Source: an optimization exercise on an open RTL-to-GDS flow (aim: small area, a short achievable clock period and few clock cycles per item). Production flows keep margins and buffers that such runs may drop. The RTL was checked by simulation tests, not by an equivalence proof against the original design. Power is estimated from default activity; no workload was simulated.

===== config.mk =====
export PLATFORM = sky130hd
export DESIGN_NAME = ch_topk
export DESIGN_NICKNAME = ch_topk
export VERILOG_FILES = /design/flow/design.v
export SDC_FILE = /design/flow/constraint.sdc
export NUM_CORES = 4
export LEC_CHECK = 0
export CAP_MARGIN = 35
export CORE_MARGIN = 2
export CORE_UTILIZATION = 55
export SLEW_MARGIN = 35

===== constraint.sdc =====
create_clock -name core_clock -period 13.0 [get_ports {clk}]
set_input_delay 2.6000 -clock core_clock [delete_from_list [all_inputs] [get_ports {clk}]]
set_output_delay 2.6000 -clock core_clock [all_outputs]
set_load 0.01 [all_outputs]

===== design.v =====
module ch_rank (
    input  wire [31:0] score,
    input  wire [1:0]  fmt,            
    input  wire        larger_better,  
    output wire        is_nan,
    output wire        negz,
    output wire [32:0] rank
);
    localparam FMT_FP32 = 2'd0, FMT_BF16 = 2'd1, FMT_FP16 = 2'd2, FMT_INT32 = 2'd3;
    reg        nan, nz;
    reg [31:0] v;     
    reg [31:0] key;   
    always @(*) begin
        case (fmt)
            FMT_FP32: begin
                nan = (&score[30:23]) && (|score[22:0]);
                nz  = score[30:0] == 31'd0;
                v   = nz ? 32'd0 : score;
                nz  = nz & score[31];
            end
            FMT_BF16: begin
                nan = (&score[14:7]) && (|score[6:0]);
                nz  = score[14:0] == 15'd0;
                v   = nz ? 32'd0 : {score[15:0], 16'd0};
                nz  = nz & score[15];
            end
            FMT_FP16: begin
                nan = (&score[14:10]) && (|score[9:0]);
                nz  = score[14:0] == 15'd0;
                v   = nz ? 32'd0 : {score[15:0], 16'd0};
                nz  = nz & score[15];
            end
            default: begin
                nan = 1'b0;
                nz  = 1'b0;
                v   = score;
            end
        endcase
        if (fmt == FMT_INT32)
            key = {~v[31], v[30:0]};
        else if (v[31])
            key = ~v;
        else
            key = {1'b1, v[30:0]};
    end
    assign is_nan = nan;
    assign negz   = nz;
    assign rank   = nan ? {1'b1, score} : {1'b0, larger_better ? ~key : key};
endmodule
module ch_unrank (
    input  wire [32:0] rank,
    input  wire        negz,
    input  wire [1:0]  fmt,
    input  wire        larger_better,
    output reg  [31:0] score
);
    reg [31:0] key, v;
    always @(*) begin
        key = larger_better ? ~rank[31:0] : rank[31:0];
        if (fmt == 2'd3)
            v = {~key[31], key[30:0]};
        else if (negz)
            v = 32'h8000_0000;
        else if (key[31])
            v = {1'b0, key[30:0]};
        else
            v = ~key;
        if (rank[32])
            score = rank[31:0];
        else if (fmt == 2'd1 || fmt == 2'd2)
            score = {16'd0, v[31:16]};
        else
            score = v;
    end
endmodule
module ch_cmp #(parameter W = 32) (
    input  wire [W-1:0] a,
    input  wire [W-1:0] b,
    output wire         lt,
    output wire         eq
);
    localparam N = (W > 32) ? 64 : (W > 16) ? 32 : (W > 8) ? 16 : 8;
    reg [N-1:0] l, e;
    integer i, s;
    always @(*) begin
        l = {N{1'b0}};
        e = {N{1'b1}};
        for (i = 0; i < W; i = i + 1) begin
            l[i] = ~a[i] & b[i];
            e[i] = ~(a[i] ^ b[i]);
        end
        for (s = 1; s < N; s = s * 2)
            for (i = 0; i + s < N; i = i + 2 * s) begin
                l[i] = l[i+s] | (e[i+s] & l[i]);
                e[i] = e[i+s] & e[i];
            end
    end
    assign lt = l[0];
    assign eq = e[0];
endmodule
module ch_topk (
    input  wire        clk,
    input  wire        rst,
    input  wire        in_valid,
    output wire        in_ready,
    input  wire [1:0]  in_kind,        
    input  wire [47:0] in_id,
    input  wire [31:0] in_score,
    input  wire [4:0]  cfg_k,          
    input  wire [1:0]  cfg_fmt,        
    input  wire [1:0]  cfg_dist,
    input  wire        cfg_incl_nan,
    input  wire        cfg_dedup,
    output wire        out_valid,
    input  wire        out_ready,
    output wire [47:0] out_id,
    output wire [31:0] out_score,
    output wire        out_last,
    output wire [4:0]  out_count,
    output wire        out_short,
    output wire        out_ties,
    output wire        out_nan_included,
    output wire [15:0] out_tie_excess,
    output wire [15:0] out_dup_removed,
    output wire [15:0] out_dup_conflict,
    output wire [15:0] out_nan_excluded,
    output wire [15:0] out_sentinel_in
);
    localparam K = 16;
    localparam [1:0] KIND_ENTRY = 2'd0, KIND_OPEN = 2'd1, KIND_CLOSE = 2'd2;
    localparam [47:0] SENTINEL = 48'hFFFF_FFFF_FFFF;
    integer j;
    genvar g;
    reg [3:0] km1_i;       
    reg [1:0] fmt_i;
    reg       lb_i;        
    reg       incl_i;
    reg       dedup_i;
    reg [3:0] km1_q;
    reg [1:0] fmt_q;
    reg       lb_q;
    reg       dedup_q;
    reg       open_q;
    reg        s1_v;
    reg [1:0]  s1_kind;
    reg [47:0] s1_id;
    reg [32:0] s1_rank;
    reg        s1_negz;
    reg        s1_sent;    
    reg        s1_nd;      
    wire        in_nan, in_negz;
    wire [32:0] in_rank;
    ch_rank u_rank_in (.score(in_score), .fmt(fmt_i), .larger_better(lb_i),
                       .is_nan(in_nan), .negz(in_negz), .rank(in_rank));
    reg        s2_v;
    reg [1:0]  s2_kind;
    reg [47:0] s2_id;
    reg [32:0] s2_rank;
    reg        s2_negz;
    reg        s2_sent;
    reg        s2_nd;
    reg [K-1:0] c_ahead;   
    reg [K-1:0] c_same;    
    reg [K-1:0] c_ideq;    
    reg [K-1:0] c_fwd;     
    reg         f_ahead, f_same, f_ideq;    
    reg [47:0] s_id   [0:K-1];
    reg [32:0] s_rank [0:K-1];
    reg [K-1:0] s_negz;
    reg [3:0]  s_pos  [0:K-1];
    reg [K-1:0] vc;        
    reg [K-1:0] vo;        
    reg [K-1:0] eqp;       
    reg [4:0]  n_cur;
    reg [15:0] tie_q, drm_q, dcf_q, nex_q, sent_q;
    reg        busy_o;     
    reg [4:0]  beat;       
    reg [3:0]  km1_o;
    reg [1:0]  fmt_o;
    reg        lb_o;
    reg [4:0]  n_o;
    reg        short_o, ties_o, nani_o;
    reg [15:0] tie_o, drm_o, dcf_o, nex_o, sent_o;
    reg        ovalid;
    reg [47:0] oid;
    reg [31:0] osc;
    reg        olast;
    wire [K-1:0] free = ~(vc | vo);
    wire         free_any = |free;
    wire [4:0]   k_q = {1'b0, km1_q} + 5'd1;
    wire         full = n_cur == k_q;
    reg stall;
    always @(*) begin
        case (s2_kind)
            KIND_ENTRY: stall = s2_v && open_q && !full && !free_any;
            KIND_CLOSE: stall = s2_v && open_q && busy_o;
            default:    stall = 1'b0;
        endcase
    end
    wire go      = s2_v && !stall;
    wire p_open  = go && s2_kind == KIND_OPEN;
    wire p_close = go && s2_kind == KIND_CLOSE && open_q;
    wire p_entry = go && s2_kind == KIND_ENTRY && open_q;
    wire adv  = !stall;    
    reg  in_rdy_q;
    assign in_ready = in_rdy_q;
    wire take = in_valid && in_rdy_q;
    reg [3:0] g_one, g_two;
    always @(*)
        for (j = 0; j < 4; j = j + 1) begin
            g_one[j] = |free[4*j +: 4];
            g_two[j] = (free[4*j] & (free[4*j+1] | free[4*j+2] | free[4*j+3])) |
                       (free[4*j+1] & (free[4*j+2] | free[4*j+3])) |
                       (free[4*j+2] & free[4*j+3]);
        end
    wire free1 = |g_one;
    wire free2 = (|g_two) || (g_one[0] & (g_one[1] | g_one[2] | g_one[3])) ||
                 (g_one[1] & (g_one[2] | g_one[3])) || (g_one[2] & g_one[3]);
    wire       s1_v_n    = in_rdy_q ? in_valid : (s1_v && !adv);
    wire       s2_v_n    = adv ? s1_v : s2_v;
    wire [1:0] s2_kind_n = adv ? s1_kind : s2_kind;
    wire       s2_entry  = s2_v && s2_kind == KIND_ENTRY;
    wire       s2_clr    = s2_v && (s2_kind == KIND_OPEN || s2_kind == KIND_CLOSE);
    wire       almost    = {1'b0, n_cur} + 6'd1 == {1'b0, k_q};
    wire       freed     = ld && real_b;
    wire       free_ok_n = free2 || freed || (free1 && (!s2_entry || almost));
    wire       full_ok_n = full && !s2_clr;
    wire       busy_n    = busy_o || s2_clr;
    wire       blk_n     = s2_v_n && ((s2_kind_n == KIND_CLOSE && busy_n) ||
                                      (s2_kind_n == KIND_ENTRY && !full_ok_n && !free_ok_n));
    wire [K-1:0] r_lt, r_eq, i_lt, i_eq;
    generate
        for (g = 0; g < K; g = g + 1) begin : g_cmp
            ch_cmp #(.W(33)) u_cr (.a(s1_rank), .b(s_rank[g]), .lt(r_lt[g]), .eq(r_eq[g]));
            ch_cmp #(.W(48)) u_ci (.a(s1_id),   .b(s_id[g]),   .lt(i_lt[g]), .eq(i_eq[g]));
        end
    endgenerate
    wire fr_lt, fr_eq, fi_lt, fi_eq;
    ch_cmp #(.W(33)) u_fr (.a(s1_rank), .b(s2_rank), .lt(fr_lt), .eq(fr_eq));
    ch_cmp #(.W(48)) u_fi (.a(s1_id),   .b(s2_id),   .lt(fi_lt), .eq(fi_eq));
    reg [K-1:0] n_ahead, n_same;
    always @(*) begin
        for (j = 0; j < K; j = j + 1) begin
            n_ahead[j] = (s_rank[j][32] && s1_rank[32]) ? !i_lt[j]
                                                        : !(r_lt[j] || (r_eq[j] && i_lt[j]));
            n_same[j]  = (s_rank[j][32] && s1_rank[32]) || r_eq[j];
        end
    end
    wire nf_ahead = (s2_rank[32] && s1_rank[32]) ? !fi_lt : !(fr_lt || (fr_eq && fi_lt));
    wire nf_same  = (s2_rank[32] && s1_rank[32]) || fr_eq;
    reg [K-1:0] ahead, same, twin, wsel;
    reg [K-1:0] ffree;
    reg         seen;
    always @(*) begin
        seen = 1'b0;
        for (j = 0; j < K; j = j + 1) begin
            ahead[j] = vc[j] && (c_fwd[j] ? f_ahead : c_ahead[j]);
            same[j]  = vc[j] && (c_fwd[j] ? f_same  : c_same[j]);
            twin[j]  = vc[j] && dedup_q && (c_fwd[j] ? f_ideq : c_ideq[j]);
            wsel[j]  = vc[j] && s_pos[j] == km1_q;
            ffree[j] = free[j] && !seen;
            seen     = seen || free[j];
        end
    end
    wire live     = !s2_sent && !s2_nd;
    wire any_twin = |twin;
    wire dup      = live && any_twin;
    wire plain    = live && !any_twin;
    wire dup_eq   = |(twin & same);
    wire dup_wins = |(twin & ~ahead);
    wire discard  = plain && full && |(wsel & ahead);
    wire w_tie    = |(wsel & same);
    wire w_eqp    = |(wsel & eqp);
    wire e_at_w   = &(ahead | ~vc | wsel);
    wire ins      = plain && !discard;
    wire evict    = ins && full;
    wire repl     = dup && dup_wins;
    wire wr       = p_entry && (ins || repl);
    wire [K-1:0] target = repl ? twin : (full ? wsel : ffree);
    wire [K-1:0] wen = {K{p_entry && live}} &
                       ((twin & ~ahead) | ({K{!any_twin}} & (full ? (wsel & ~ahead) : ffree)));
    reg [15:0] th;     
    reg [4:0]  p;
    reg [3:0]  h;      
    integer v;
    always @(*) begin
        for (v = 0; v < 16; v = v + 1) begin
            th[v] = 1'b0;
            for (j = 0; j < K; j = j + 1)
                th[v] = th[v] | (ahead[j] && s_pos[j] == v);
        end
        p[4] = th[15];
        p[3] = th[7] & ~th[15];
        p[2] = (th[3] & ~th[7]) | (th[11] & ~th[15]);
        p[1] = (th[1] & ~th[3]) | (th[5] & ~th[7]) | (th[9] & ~th[11]) | (th[13] & ~th[15]);
        p[0] = (th[0] & ~th[1]) | (th[2] & ~th[3]) | (th[4] & ~th[5]) | (th[6] & ~th[7]) |
               (th[8] & ~th[9]) | (th[10] & ~th[11]) | (th[12] & ~th[13]) | (th[14] & ~th[15]);
        h = 4'd0;
        for (j = 0; j < K; j = j + 1)
            h = h | (twin[j] ? s_pos[j] : 4'd0);
    end
    wire tw_eqp_w = |(twin & eqp);
    wire e_eqp    = |(ahead & same);
    wire [4:0] h_nxt = {1'b0, h} + 5'd1;
    reg [K-1:0] sel;
    always @(*)
        for (j = 0; j < K; j = j + 1)
            sel[j] = vo[j] && s_pos[j] == beat[3:0];
    reg [47:0] sel_id;
    reg [32:0] sel_rank;
    reg        sel_negz;
    always @(*) begin
        sel_id   = 48'd0;
        sel_rank = 33'd0;
        sel_negz = 1'b0;
        for (j = 0; j < K; j = j + 1) begin
            sel_id   = sel_id   | ({48{sel[j]}} & s_id[j]);
            sel_rank = sel_rank | ({33{sel[j]}} & s_rank[j]);
            sel_negz = sel_negz | (sel[j] & s_negz[j]);
        end
    end
    wire [31:0] sel_score;
    ch_unrank u_unrank (.rank(sel_rank), .negz(sel_negz), .fmt(fmt_o), .larger_better(lb_o),
                        .score(sel_score));
    reg [31:0] worst_score;
    always @(*) begin
        case (fmt_o)
            2'd0:    worst_score = lb_o ? 32'hFF80_0000 : 32'h7F80_0000;
            2'd1:    worst_score = lb_o ? 32'h0000_FF80 : 32'h0000_7F80;
            2'd2:    worst_score = lb_o ? 32'h0000_FC00 : 32'h0000_7C00;
            default: worst_score = lb_o ? 32'h8000_0000 : 32'h7FFF_FFFF;
        endcase
    end
    wire [K-1:0] s_nan;
    generate
        for (g = 0; g < K; g = g + 1) begin : g_nan
            assign s_nan[g] = s_rank[g][32];
        end
    endgenerate
    wire ld        = busy_o && !beat[4] && beat[3:0] <= km1_o && (!ovalid || out_ready);
    wire real_b    = beat < n_o;
    wire sent_last = ovalid && out_ready && olast;
    always @(posedge clk) begin
        if (rst) begin
            in_rdy_q <= 1'b1;
            s1_v   <= 1'b0;
            s2_v   <= 1'b0;
            open_q <= 1'b0;
            vc     <= {K{1'b0}};
            vo     <= {K{1'b0}};
            n_cur  <= 5'd0;
            busy_o <= 1'b0;
            ovalid <= 1'b0;
        end else begin
            in_rdy_q <= !(s1_v_n && blk_n);
            s1_v <= s1_v_n;
            if (adv)
                s2_v <= s1_v;
            if (p_open) begin
                open_q <= 1'b1;
                vc     <= {K{1'b0}};
                n_cur  <= 5'd0;
            end else if (p_close) begin
                open_q <= 1'b0;
                vc     <= {K{1'b0}};
                n_cur  <= 5'd0;
            end else if (wr) begin
                vc <= vc | target;
                if (ins && !full)
                    n_cur <= n_cur + 5'd1;
            end
            if (p_close)
                vo <= vc;
            else if (ld)
                vo <= vo & ~sel;
            if (p_close)
                busy_o <= 1'b1;
            else if (sent_last)
                busy_o <= 1'b0;
            if (ld)
                ovalid <= 1'b1;
            else if (out_ready)
                ovalid <= 1'b0;
        end
    end
    always @(posedge clk) begin
        if (in_rdy_q) begin
            s1_kind <= in_kind;
            s1_id   <= in_id;
            s1_rank <= in_rank;
            s1_negz <= in_negz;
            s1_sent <= &in_id;
            s1_nd   <= in_nan && !incl_i;
        end
        if (take && in_kind == KIND_OPEN) begin
            km1_i   <= cfg_k[3:0] - 4'd1;
            fmt_i   <= cfg_fmt;
            lb_i    <= ~cfg_dist[1];
            incl_i  <= cfg_incl_nan;
            dedup_i <= cfg_dedup;
        end
        if (adv) begin
            s2_kind <= s1_kind;
            s2_id   <= s1_id;
            s2_rank <= s1_rank;
            s2_negz <= s1_negz;
            s2_sent <= s1_sent;
            s2_nd   <= s1_nd;
            c_ahead <= n_ahead;
            c_same  <= n_same;
            c_ideq  <= i_eq;
            c_fwd   <= wr ? target : {K{1'b0}};
            f_ahead <= nf_ahead;
            f_same  <= nf_same;
            f_ideq  <= fi_eq;
            if (s1_v && s1_kind == KIND_OPEN) begin
                km1_q   <= km1_i;
                fmt_q   <= fmt_i;
                lb_q    <= lb_i;
                dedup_q <= dedup_i;
            end
        end
        for (j = 0; j < K; j = j + 1) begin
            if (wen[j]) begin
                s_id[j]   <= s2_id;
                s_rank[j] <= s2_rank;
                s_negz[j] <= s2_negz;
            end
            if (wr && target[j]) begin
                s_pos[j]  <= p[3:0];
                eqp[j]    <= e_eqp;
            end else if (wr && vc[j] && !ahead[j]) begin
                if (!repl || s_pos[j] < h)
                    s_pos[j] <= s_pos[j] + 4'd1;
                eqp[j] <= (eqp[j] | same[j]) &
                          !(repl && !tw_eqp_w && {1'b0, s_pos[j]} == h_nxt);
            end
        end
        if (p_open) begin
            tie_q  <= 16'd0;
            drm_q  <= 16'd0;
            dcf_q  <= 16'd0;
            nex_q  <= 16'd0;
            sent_q <= 16'd0;
        end else if (p_entry) begin
            if (s2_sent)
                sent_q <= sent_q + 16'd1;
            if (!s2_sent && s2_nd)
                nex_q <= nex_q + 16'd1;
            if (dup)
                drm_q <= drm_q + 16'd1;
            if (dup && !dup_eq)
                dcf_q <= dcf_q + 16'd1;
            if (discard && w_tie)
                tie_q <= tie_q + 16'd1;
            if (evict)
                tie_q <= (e_at_w ? w_tie : w_eqp) ? tie_q + 16'd1 : 16'd0;
        end
        if (p_close) begin
            km1_o   <= km1_q;
            fmt_o   <= fmt_q;
            lb_o    <= lb_q;
            n_o     <= n_cur;
            short_o <= !full;
            ties_o  <= tie_q != 16'd0;
            nani_o  <= |(vc & s_nan);
            tie_o   <= tie_q;
            drm_o   <= drm_q;
            dcf_o   <= dcf_q;
            nex_o   <= nex_q;
            sent_o  <= sent_q;
            beat    <= 5'd0;
        end else if (ld) begin
            beat  <= beat + 5'd1;
            oid   <= real_b ? sel_id : SENTINEL;
            osc   <= real_b ? sel_score : worst_score;
            olast <= beat[3:0] == km1_o;
        end
    end
    assign out_valid        = ovalid;
    assign out_id           = oid;
    assign out_score        = osc;
    assign out_last         = olast;
    assign out_count        = n_o;
    assign out_short        = short_o;
    assign out_ties         = ties_o;
    assign out_nan_included = nani_o;
    assign out_tie_excess   = tie_o;
    assign out_dup_removed  = drm_o;
    assign out_dup_conflict = dcf_o;
    assign out_nan_excluded = nex_o;
    assign out_sentinel_in  = sent_o;
endmodule

===== flow/run.sh =====
#!/bin/bash
set -euo pipefail
export SETUP_SLACK_MARGIN=9.2
export MAX_REPAIR_ANTENNAS_ITER_DRT=12
bash standard.sh > standard.log 2>&1

===== standard.sh =====
#!/bin/bash
# synth_recipe.tcl (not shown) runs the flow's synth.tcl, then flattens the netlist and writes it again
# the make line also repeats each setting of config.mk as NAME=value (left out here)
make -C /OpenROAD-flow-scripts/flow DESIGN_CONFIG=/design/flow/config.mk WORK_HOME=/design/flow/orfs CLKGATE_MAP_FILE= SYNTH_SCRIPT=/design/flow/synth_recipe.tcl "${@:-finish}"

==> flow_summary.yaml, run 1 <==
status:
  status: "timing/DRC/antenna clean"
sta:
  finClkSkew_ns: 0.0709
  fmax_mhz: 231
  min_period_ns: 4.33
  rsz0062_at_grt: "yes"
  worstMarginPinSlew_ns: 1.02
  hold_viol: 0
  post-route-period-util_pct: 33.3
  max_slew_margin_pct: 31.4
  maxSlewViolCount: 0
  setup_viol: 0
  fin_tns_setup_ns: 0
synth:
  synth_top_area_share_pct: 48.3
  synth_area_per_cell_um2: 12.0
  async_flop_share_pct: 0
  synthMuxAreaShare_pct: 1.75
  synth_area_leader_cell: "edfxtp_1"
  synth_common_cells: "edfxtp_1, ha_1, nand2_1"
  yosys-top-cells-area: "edfxtp_1, ha_1, a22oi_1, a21o_1, nand2_1"
  synth_top_family_by_area: "adder cells"
  yosysSeqAreaShare_pct: 50.6
  synth.most_common_cell: "edfxtp_1"
  synth-main-ff-cell: "edfxtp_1"
  syn_nets: 11100
  synth-xor-area-share_pct: 2.35
  syn_area_um2: 113000
  synth_compound_area_share_pct: 15.5
  yosys.area_share.adder_pct: 17.1
  synth_warnings: 11
  synth-edff-count: 1822
  ys_ff_latch: 1952
  netlist_instances: 9423
  synth-simple-area-share_pct: 10.9
  synth_cell_types: 103
finish:
  utilization_pct: 66.2
  nets: 11900
  syn_to_final_growth_pct: 19.6
  seqCellArea_um2: 57300
  multi_input_area_um2: 57600
  n_fill_cell: 15200
  drive_gt1_share_pct: 18.2
cts:
  cts_tree: "built"
  clockBufferDepth: 3
  clock-sinks: 1952
  cts-buffers-inserted: 209
  path_clk_slew_ns: 0.06
  cts_htree_levels: 4
  root_buffer: "clkbuf_16"
  clk-insertion-delay-late_ns: 0.92
  hold_buffers: 0
route:
  drt_first_iter_violations: 15700
  drtPass1Iterations: 7
  antenna_left: 0
  num_vias: 96200
  viasPerCell: 7.29
  wirelength_um: 515000
  drcViolationCount: 0
  routedWlPerCell_um: 39.1
worst_setup_path:
  startpoint_type: "register"
  max_stage_delay_ns: 0.62
  arrival_ns: 1.73
  critical_path.max_fanout: 1
  critical_path.top_delay_family: "flip-flops"
  worstSetupEndpointType: "output port"
  crit_path_top_delay_cell: "edfxtp_1"
  crit_buf_inv: 1
  crit_type: "reg2out"
  crit_required_ns: 10.40
  path_cells: "buf_2"
placement:
  port_buffers: 265
  hpwl_um: 354000
  gp_congestion: 1.03
grt:
  antenna_found_initial: 35
  grt_pass1_vias: 91400
  overflow: 0
  grt_max_degree: 68
  grt_util_all_layers_pct: 47.6
  grt_pass1_wl_um: 702000
floorplan:
  die_h_um: 458
  num_rows: 166
  core_area_um2: 205000
  die_w_um: 458
  io_pins: 268
  die_area_um2: 210000
  initial_core_util_pct: 55.4
power:
  leakage_nw: 54.8
  powerDensity_nw_per_um2: 111
  ir_drop_v: 0.000161
min_path:
  hold_class: "reg2reg"
flow_run:
  max_cap_viol_count: 0
-- through the flow --
stage / setup slack [ns] / cells / instance area [µm²] / hold WS (ns) / power, mW
finish: 8.67 / 13200 / 136000 / 0.419 / 15.0
detailed placement: 6.83 / 12300 / 121000 / 0.405 / 8.46
floorplan: 8.28 / 9423 / 114000 / 0.400 / 7.89
global placement: 6.90 / 12300 / 121000 / 0.405 / 8.41
global route: 8.66 / 13200 / 136000 / 0.425 / 15.3
CTS: 8.68 / 13000 / 133000 / 0.419 / 14.9
-- cell type report --
cell class | instances | share of cell area (%)
Timing Repair inverter | 1 | 0.00369
Sequential cell | 1952 | 42.3
Tap cell | 2688 | 2.48
Clock inverter | 134 | 1.29
Antenna cell | 27 | 0.0498
Clock buffer | 255 | 4.11
Multi-Input combinational cell | 6947 | 42.5
Timing Repair Buffer | 971 | 6.64
Inverter | 209 | 0.681
-- report_power, final --
part           internal, mW  switching (mW)
registers              6.94           0.141
clock network          3.73            2.75
logic                 0.546           0.905
-- final timing paths --
check,slack [ns],to,cells past startpoint,from
setup / recovery,8.67,out_score[9],1,osc[9]
hold / removal,0.42,fmt_o[0],0,fmt_q[0]
setup reg to reg,8.98,c_ahead[0],8,s1_rank[31]
hold reg to reg,0.42,fmt_o[0],0,fmt_q[0]
-- metal layers --
layer	vias to the layer above	track usage, %	part of all wire [%]
li1	39200	-	-
met1	46800	59.2	35
met2	8097	68.8	42
met3	2093	15.4	14
met4	30	36.6	9.9
met5	-	0	0.071
-- repair_timing --
item,4_1_cts,5_1_grt
gates cloned,24,15
resized for setup,1242,283
buffers inserted,229,168
endpoints found under the setup margin,2074,1399
pin swaps,101,125
-- cell families (layout without fill, tap and decap cells) --
logic type	count (synthesis)	after routing
XOR/XNOR	302	302
buffers and inverters	538	1570
AO/OA/AOI/OAI	2511	2512
flip-flops	1952	1952
other	0	27
adder cells (fa/ha/maj)	1549	1549
AND/OR/NAND/NOR	2381	2394
multiplexers	190	190
-- state kept, by name (all words and copies together) (netlist names), 32 cells and up --
register  count
s_id        768
s_rank      528
s_pos        64
oid          48
s1_id        48
s2_id        48
s1_rank      33
s2_rank      33
osc          32
-- cells in the final DEF, fill, tap and decap left out, types with 62 or more instances in the layout --
master	synthesis	layout
a21o_1	620	620
a21oi_1	449	390
a221oi_1	91	81
a22o_1	62	62
a22oi_1	655	647
buf_12	0	65
buf_2	33	169
buf_4	16	531
buf_6	12	74
clkbuf_16	0	222
clkdlybuf4s50_1	0	63
dfxtp_1	130	116
edfxtp_1	1822	1822
ha_1	1536	1533
inv_1	207	171
mux2i_1	132	106
nand2_1	741	725
nand3_1	210	205
nand4_1	382	382
nor2_1	321	296
nor2b_1	92	89
nor3_1	121	81
nor4_1	153	78
o21ai_0	238	209
xnor2_1	163	140
xor2_1	136	130
Testbench counts, summed over its fixed seeds: cycles 14,870, items 14,404.
==> run 2: changes to the inputs <==
==> flow/run.sh (replaced) <==
#!/bin/bash
set -euo pipefail
export SETUP_SLACK_MARGIN=8.7
export MAX_REPAIR_ANTENNAS_ITER_DRT=12
bash standard.sh > standard.log 2>&1
--- a/config.mk
+++ b/config.mk
@@ -9,3 +9,3 @@
 export CORE_MARGIN = 2
-export CORE_UTILIZATION = 55
+export CORE_UTILIZATION = 62
 export SLEW_MARGIN = 35
==> run 2 against run 1 <==
  * Still clean
  * Design area down 4.3%
  * Sequential share of layout area up 1.9 points
  * Count of clock-buffer cells in the layout up 2
  * First-iteration DRC count up 16%
  * Critical path type is now reg2reg
  * Largest cell class is now flip-flops and latches
==> flow_summary.yaml, run 2 <==
route:
  wirelength_um: 506000
  drtPass1Iterations: 14
  num_vias: 97400
  viasPerCell: 7.76
  antenna_left: 0
  routedWlPerCell_um: 40.3
  drcViolationCount: 0
  drt_first_iter_violations: 18200
placement:
  gp_congestion: 1.06
  hpwl_um: 344000
  dp_cells: 12000
  port_buffers: 265
  placed_area_um2: 121000
cts:
  root_buffer: "clkbuf_16"
  cts-buffers-inserted: 201
  clk-insertion-delay-late_ns: 0.94
  clockBufferDepth: 3
  path_clk_slew_ns: 0.06
  clock-sinks: 1952
  hold_buffers: 0
  cts_tree: "built"
  cts_htree_levels: 4
worst_setup_path:
  r2r_start: "s1_id[36]"
  path_cells: "clkinvlp_4 -> ha_1 -> nand3_1 -> nor2_2 -> nand2_1 -> or2_2 -> or3_1 -> or3_1 -> a211o_1 -> nand3_1 -> a211oi_1"
  worstSetupEndpointType: "register"
  crit_type: "reg2reg"
  arrival_ns: 5.37
  r2r_cells: 11
  r2r_slack_ns: 8.24
  setup.worst_path.end: "c_ahead[10]"
  critical_path.max_fanout: 2
  crit_path_top_delay_cell: "edfxtp_1"
  startpoint_type: "register"
  timing.rr.end: "c_ahead[10]"
  crit_required_ns: 13.61
  cp-startpoint: "s1_id[36]"
  max_stage_delay_ns: 0.61
power:
  seqPwrFrac_pct: 49.2
  pwr-share-clk_pct: 41.1
  ir_drop_v: 0.000171
  p_int_mw: 10.7
  net-switching-power_mw: 3.71
  p_comb_share_pct: 9.7
  switching_share_pct: 25.8
  leakage_nw: 52.7
  powerDensity_nw_per_um2: 111
synth:
  synth-main-ff-cell: "edfxtp_1"
  synth-edff-count: 1822
  ys_ff_latch: 1952
  synth_area_per_cell_um2: 12.0
  synth_common_cells: "edfxtp_1, ha_1, nand2_1"
  synth_top_area_share_pct: 48.3
  synth_warnings: 11
  netlist_instances: 9423
  syn_nets: 11100
  async_flop_share_pct: 0
  yosys-top-cells-area: "edfxtp_1, ha_1, a22oi_1, a21o_1, nand2_1"
  synth.most_common_cell: "edfxtp_1"
  syn_area_um2: 113000
  synth_area_leader_cell: "edfxtp_1"
  synth_cell_types: 103
  yosysSeqAreaShare_pct: 50.6
floorplan:
  num_rows: 156
  die_area_um2: 186000
  die_h_um: 432
  core_area_um2: 181000
  initial_core_util_pct: 62.6
  io_pins: 268
  die_w_um: 432
min_path:
  min_from: "lb_q"
  hold_class: "reg2reg"
grt:
  antenna_found_initial: 54
  overflow: 0
  grt_util_all_layers_pct: 52.6
  grt_pass1_vias: 92800
  grt_pass1_wl_um: 690000
  grt_max_degree: 74
sta:
  fmax_mhz: 210
  hold_viol: 0
  rsz0062_at_grt: "yes"
  finClkSkew_ns: 0.0672
  worstMarginPinSlew_ns: 1.44
  max_slew_margin_pct: 2.70
  fin_tns_setup_ns: 0
  maxSlewViolCount: 0
  post-route-period-util_pct: 36.6
  holdWs_ns: 0.421
  setup_viol: 0
  min_period_ns: 4.76
finish:
  finalNonFillerCells: 12500
  nets: 11600
  final_common_cell: "edfxtp_1"
  drive_gt1_share_pct: 11.2
  most-common-layout-cells: "edfxtp_1, ha_1, nand2_1"
  top_register: "s_id"
  largestRegisters: "s_id: 768 flops, s_rank: 528 flops, s_pos: 64 flops"
  largest_reg_flops: 768
  syn_to_final_growth_pct: 14.5
  finalInstanceArea_um2: 130000
  utilization_pct: 71.7
flow_run:
  max_cap_viol_count: 0
status:
  status: "timing/DRC/antenna clean"
run 2: repair_timing:
| action | 4_1_cts | 5_1_grt |
|---|---|---|
| setup endpoints to repair | 1487 | 789 |
| setup buffers | 46 | 85 |
| pin swaps | 13 | 37 |
| gates cloned | 7 | 15 |
| gates resized for setup | 358 | 135 |
run 2: cells by family after synthesis:
logic type,count (synthesis),share of synthesized area [%]
AO/OA/AOI/OAI,2511,15.5
XOR/XNOR,302,2.35
flip-flops,1952,50.6
multiplexers,190,1.75
AND/OR/NAND/NOR,2381,10.9
adder cells (fa/ha/maj),1549,17.1
buffers and inverters,538,1.95
run 2: cell type report:
cell class | count | area [µm²]
flip-flops and latches | 1952 | 57300
well taps | 2370 | 2970
clock buffers | 257 | 5390
repair buffers | 666 | 6280
multi-input cells | 6950 | 55800
clock inverters | 115 | 1120
diodes | 30 | 75.1
fillers | 12100 | 51300
inverters | 209 | 875
run 2: power groups by stage:
stage,clock network [mW],logic [mW],registers [mW]
final,5.91,1.39,7.08
after detailed placement,0,1.25,7.20
after floorplan,0,0.753,7.13
after global placement,0,1.19,7.20
after CTS,5.84,1.29,7.07
after global routing,6.07,1.47,7.07
run 2: critical path: cells and delay by family, from the launching register on:
kind | cells | cell delay [ns]
adder cells (fa/ha/maj) | 1 | 0.49
AND/OR/NAND/NOR | 7 | 2.69
buffers and inverters | 1 | 0.20
AO/OA/AOI/OAI | 2 | 0.43
flip-flops | 1 | 0.61
run 2: stage by stage:
step / setup WS [ns] / total power, mW
2_1_floorplan: 8.27 / 7.89
5_1_grt: 8.40 / 14.6
6_report: 8.24 / 14.4
3_5_place_dp: 7.08 / 8.46
4_1_cts: 8.49 / 14.2
3_3_place_gp: 6.70 / 8.39
run 2: worst min-delay path by stage:
stage / to / slack [ns] / cells past startpoint
finish: lb_o / 0.42 / 0
CTS: lb_o / 0.42 / 0
floorplan: dedup_q / 0.40 / 0
global placement: fmt_o[1] / 0.41 / 0
detailed placement: lb_o / 0.41 / 0
global route: lb_o / 0.44 / 0
run 2: per-layer routing:
layer / GRT usage, % / part of all wire, % / vias to the layer above / wire length (µm)
li1: - / - / 38500 / -
met1: 62.7 / 32 / 46100 / 161000
met2: 73.9 / 40 / 9776 / 203000
met3: 21.4 / 16 / 2898 / 83400
met4: 43.9 / 11 / 44 / 57600
met5: 3.02 / 0.18 / - / 888

-- re-timing with driven ports --
In the flow no input, the clock included, has a driving cell. The finished layouts below were timed again as built, in two steps.
Step 1, drivers: a clkbuf_16 drives clk and a buf_2 each remaining input, both assumed.
Step 2 adds t to the input delays and takes it off the output delays; t is the mean of the earliest and latest rising clock arrival at the registers after step 1. Input paths then give back, and output paths get back, about the clock's delay inside the block.
Three values: ideal ports, drivers, drivers and shift; two values: the first two.
| run | t (ns) | setup slack, ns | hold slack, ns | latest minus earliest clock arrival (ns) | cell pins on the clock port's net |
|---|---|---|---|---|---|
| run 1 | 0.981 | 8.668 / 8.567 / 8.054 | 0.419 / 0.419 / 0.419 | 0.071 / 0.071 | 1 |
| run 2 | 1.010 | 8.243 / 8.243 / 7.710 | 0.421 / 0.421 / 0.421 | 0.068 / 0.068 | 1 |
After both steps setup and hold are still met in every run listed. For run 1, which loses most, drivers alone change the setup slack by -0.101 ns; drivers and shift together by -0.614 ns.
